Background: an optimization exercise with open tools, aiming at small area. Do not read the settings as production practice.
Function was checked by simulation only, so behaviour that the tests miss may differ from the original.
Power is estimated from default activity; no workload was simulated.

Design cw_acc_bank, start of the top module:
module cw_acc_bank (
    input  wire         clk,
    input  wire         rst,
    input  wire         smp_valid,
    input  wire [2:0]   smp_ch,
    input  wire [15:0]  smp_code,
    input  wire         abt_valid,
    input  wire [2:0]   abt_ch,
    input  wire [1:0]   tb_period,
    input  wire [1:0]   tb_half,
    input  wire [5:0]   hs,
    input  wire         cfg_we,
    input  wire [2:0]   cfg_acc,
    input  wire [2:0]   cfg_input,
    input  wire [2:0]   cfg_closure,
    input  wire         cfg_tbase,
    input  wire [1:0]   cfg_gate,
    input  wire [7:0]   cfg_garg,
    input  wire [23:0]  cfg_length,
    input  wire         cfg_run,
    output reg          cfg_range,
    output wire [7:0]   acc_run,
    output wire [7:0]   rec_valid,
    output wire [319:0] rec_sum,
    output wire [447:0] rec_sumsq,
    output wire [191:0] rec_count,
    output wire [127:0] rec_min,
    output wire [127:0] rec_max,
    output wire [127:0] rec_aborts,
    output wire [31:0]  rec_flags
);
    reg cfg_ok;
    always @(*) begin
        cfg_ok = 1'b1;
        if (cfg_run) begin
            if (cfg_closure > 3'd3)
                cfg_ok = 1'b0;
            if (cfg_gate == 2'd3)
                cfg_ok = 1'b0;
            if (cfg_gate == 2'd1 && cfg_garg > 8'd5)
                cfg_ok = 1'b0;
            if (cfg_gate == 2'd2 && cfg_garg[6:3] != 4'd0)
                cfg_ok = 1'b0;
  ...
For scale: ~12000 cells after synthesis, ~2000 flip-flops, roughly 1500 I/O pins.
==> flow/config.mk <==
export PLATFORM = sky130hd
export DESIGN_NAME = cw_acc_bank
export DESIGN_NICKNAME = cw_acc_bank
export VERILOG_FILES = /design/flow/design.v
export SDC_FILE = /design/flow/constraint.sdc
export NUM_CORES = 4
export LEC_CHECK = 0
export CAP_MARGIN = 20
export CORE_MARGIN = 2
export CORE_UTILIZATION = 55
export PLACE_DENSITY = 0.65
export SLEW_MARGIN = 20
==> flow/constraint.sdc <==
create_clock -name core_clock -period 12.0 [get_ports {clk}]
set_input_delay 2.4000 -clock core_clock [delete_from_list [all_inputs] [get_ports {clk}]]
set_output_delay 2.4000 -clock core_clock [all_outputs]
set_load 0.01 [all_outputs]
standard.sh (not shown) runs the stock make flow with config.mk's settings and CLKGATE_MAP_FILE= SYNTH_SCRIPT=/design/flow/synth_recipe.tcl, a recipe that flattens the netlist after the stock synthesis.
==> flow/flow/run.sh <==
#!/bin/bash
# The standard layout (the standard.sh: the standard synthesis, then
# floorplan, placement, CTS, routing and finish), with two changes:
#  - port buffers of the smallest buffer cell (buffer_ports -buffer_cell)
#    rather than the delay-cell buffer buffer_ports picks by default;
#  - CTS without dummy loads and with sink clusters of at most 25 flip-flops
#    within 120 um.
# make's full output goes to standard_flow.log here; each ORFS step keeps its
# own log under orfs/logs.
set -euo pipefail
bash standard.sh \
    "BUFFER_PORTS_ARGS=-buffer_cell sky130_fd_sc_hd__buf_1" \
    "CTS_ARGS=-sink_clustering_enable -repair_clock_nets -dont_use_dummy_load -sink_clustering_size 25 -sink_clustering_max_diameter 120" \
    finish > standard_flow.log 2>&1
Next try:
--- a/flow/flow/run.sh
+++ b/flow/flow/run.sh
@@ -6,2 +6,2 @@
-#  - CTS without dummy loads and with sink clusters of at most 25 flip-flops
-#    within 120 um.
+#  - CTS without dummy loads and with sink clusters of at most 20 flip-flops
+#    within 150 um.
@@ -13 +13 @@
-    "CTS_ARGS=-sink_clustering_enable -repair_clock_nets -dont_use_dummy_load -sink_clustering_size 25 -sink_clustering_max_diameter 120" \
+    "CTS_ARGS=-sink_clustering_enable -repair_clock_nets -dont_use_dummy_load -sink_clustering_size 20 -sink_clustering_max_diameter 150" \
- CORE_UTILIZATION: 55 -> 45
- PLACE_DENSITY: 0.65 -> 0.55
Result: The new run passed the timing, DRC and antenna checks. Area after synthesis is unchanged. Flip-flop and latch count stays the same. Combinational power grows by about 8%. Register-to-register slack loses 0.12 ns. First-iteration DRC count is lower by about 10%. Worst setup slack degrades by 0.15 ns. Design area is higher by about 1%.

Starting RTL as in the previous note.
==> flow/config.mk <==
export PLATFORM = sky130hd
export DESIGN_NAME = cw_acc_bank
export DESIGN_NICKNAME = cw_acc_bank
export VERILOG_FILES = /design/flow/design.v
export SDC_FILE = /design/flow/constraint.sdc
export NUM_CORES = 4
export LEC_CHECK = 0
export CAP_MARGIN = 20
export CORE_MARGIN = 2
export CORE_UTILIZATION = 60
export PLACE_DENSITY = 0.7
export SLEW_MARGIN = 20
==> flow/constraint.sdc <==
create_clock -name core_clock -period 12.0 [get_ports {clk}]
set_input_delay 2.4000 -clock core_clock [delete_from_list [all_inputs] [get_ports {clk}]]
set_output_delay 2.4000 -clock core_clock [all_outputs]
set_load 0.01 [all_outputs]
==> flow/flow/run.sh <==
#!/bin/bash
# The standard layout (the standard.sh: the standard synthesis, then
# floorplan, placement, CTS, routing and finish), with two changes:
#  - port buffers of the smallest buffer cell (buffer_ports -buffer_cell)
#    rather than the delay-cell buffer buffer_ports picks by default;
#  - CTS without dummy loads and with sink clusters of at most 25 flip-flops
#    within 120 um.
# make's full output goes to standard_flow.log here; each ORFS step keeps its
# own log under orfs/logs.
set -euo pipefail
bash standard.sh \
    "BUFFER_PORTS_ARGS=-buffer_cell sky130_fd_sc_hd__buf_1" \
    "CTS_ARGS=-sink_clustering_enable -repair_clock_nets -dont_use_dummy_load -sink_clustering_size 25 -sink_clustering_max_diameter 120" \
    finish > standard_flow.log 2>&1
The first run went through all stages and came out clean.
Then changed:
==> flow/flow/run.sh (replaced) <==
#!/bin/bash
# The standard layout (the standard.sh: the standard synthesis, then
# floorplan, placement, CTS, routing and finish), with two changes:
#  - port buffers of the smallest buffer cell (buffer_ports -buffer_cell)
#    rather than the delay-cell buffer buffer_ports picks by default;
#  - CTS without dummy loads and with sink clusters of at most 20 flip-flops
#    within 100 um.
# make's full output goes to standard_flow.log here; each ORFS step keeps its
# own log under orfs/logs.
set -euo pipefail
bash standard.sh \
    "BUFFER_PORTS_ARGS=-buffer_cell sky130_fd_sc_hd__buf_1" \
    "CTS_ARGS=-sink_clustering_enable -repair_clock_nets -dont_use_dummy_load -sink_clustering_size 20 -sink_clustering_max_diameter 100" \
    finish > standard_flow.log 2>&1
Settings changed: CORE_UTILIZATION 60 to 45, PLACE_DENSITY 0.7 to 0.55.
Wire length grows by 5.3%.
Sequential share of layout area shrinks by 0.38 points.
Worst setup slack improves by 0.091 ns.
Sequential cell count stays the same.

==> what the ideal ports hide <==
Ports are ideal in the flow. The routed layouts listed here were re-timed in OpenROAD. Step 1 sets driving cells, clkbuf_16 on the clock port and buf_2 on the other inputs (assumed; they add their load-dependent delay and slew). Step 2, shift: input delay + t, output delay - t, t = (earliest + latest rising clock arrival at the registers) / 2. This alone moves slack from input paths to output paths. Slacks: no drivers / after step 1 / after step 2; pairs: no drivers / after step 1.
run | t, ns | setup WS [ns] | slew at the worst register clock pin (ns)
the first run of note 1 | 0.894 | 0.703 / 0.602 / 0.195 | 0.11 / 0.11
the second run of note 1 | 0.894 | 0.555 / 0.454 / 0.215 | 0.10 / 0.10
the first run of note 2 | 0.843 | 0.506 / 0.437 / 0.292 | 0.11 / 0.11
the second run of note 2 | 0.893 | 0.597 / 0.495 / 0.213 | 0.10 / 0.10
After both steps setup and hold are still met in every run listed. For the first run of note 1, which loses most, drivers alone change the setup slack by -0.101 ns; drivers and shift together by -0.508 ns.
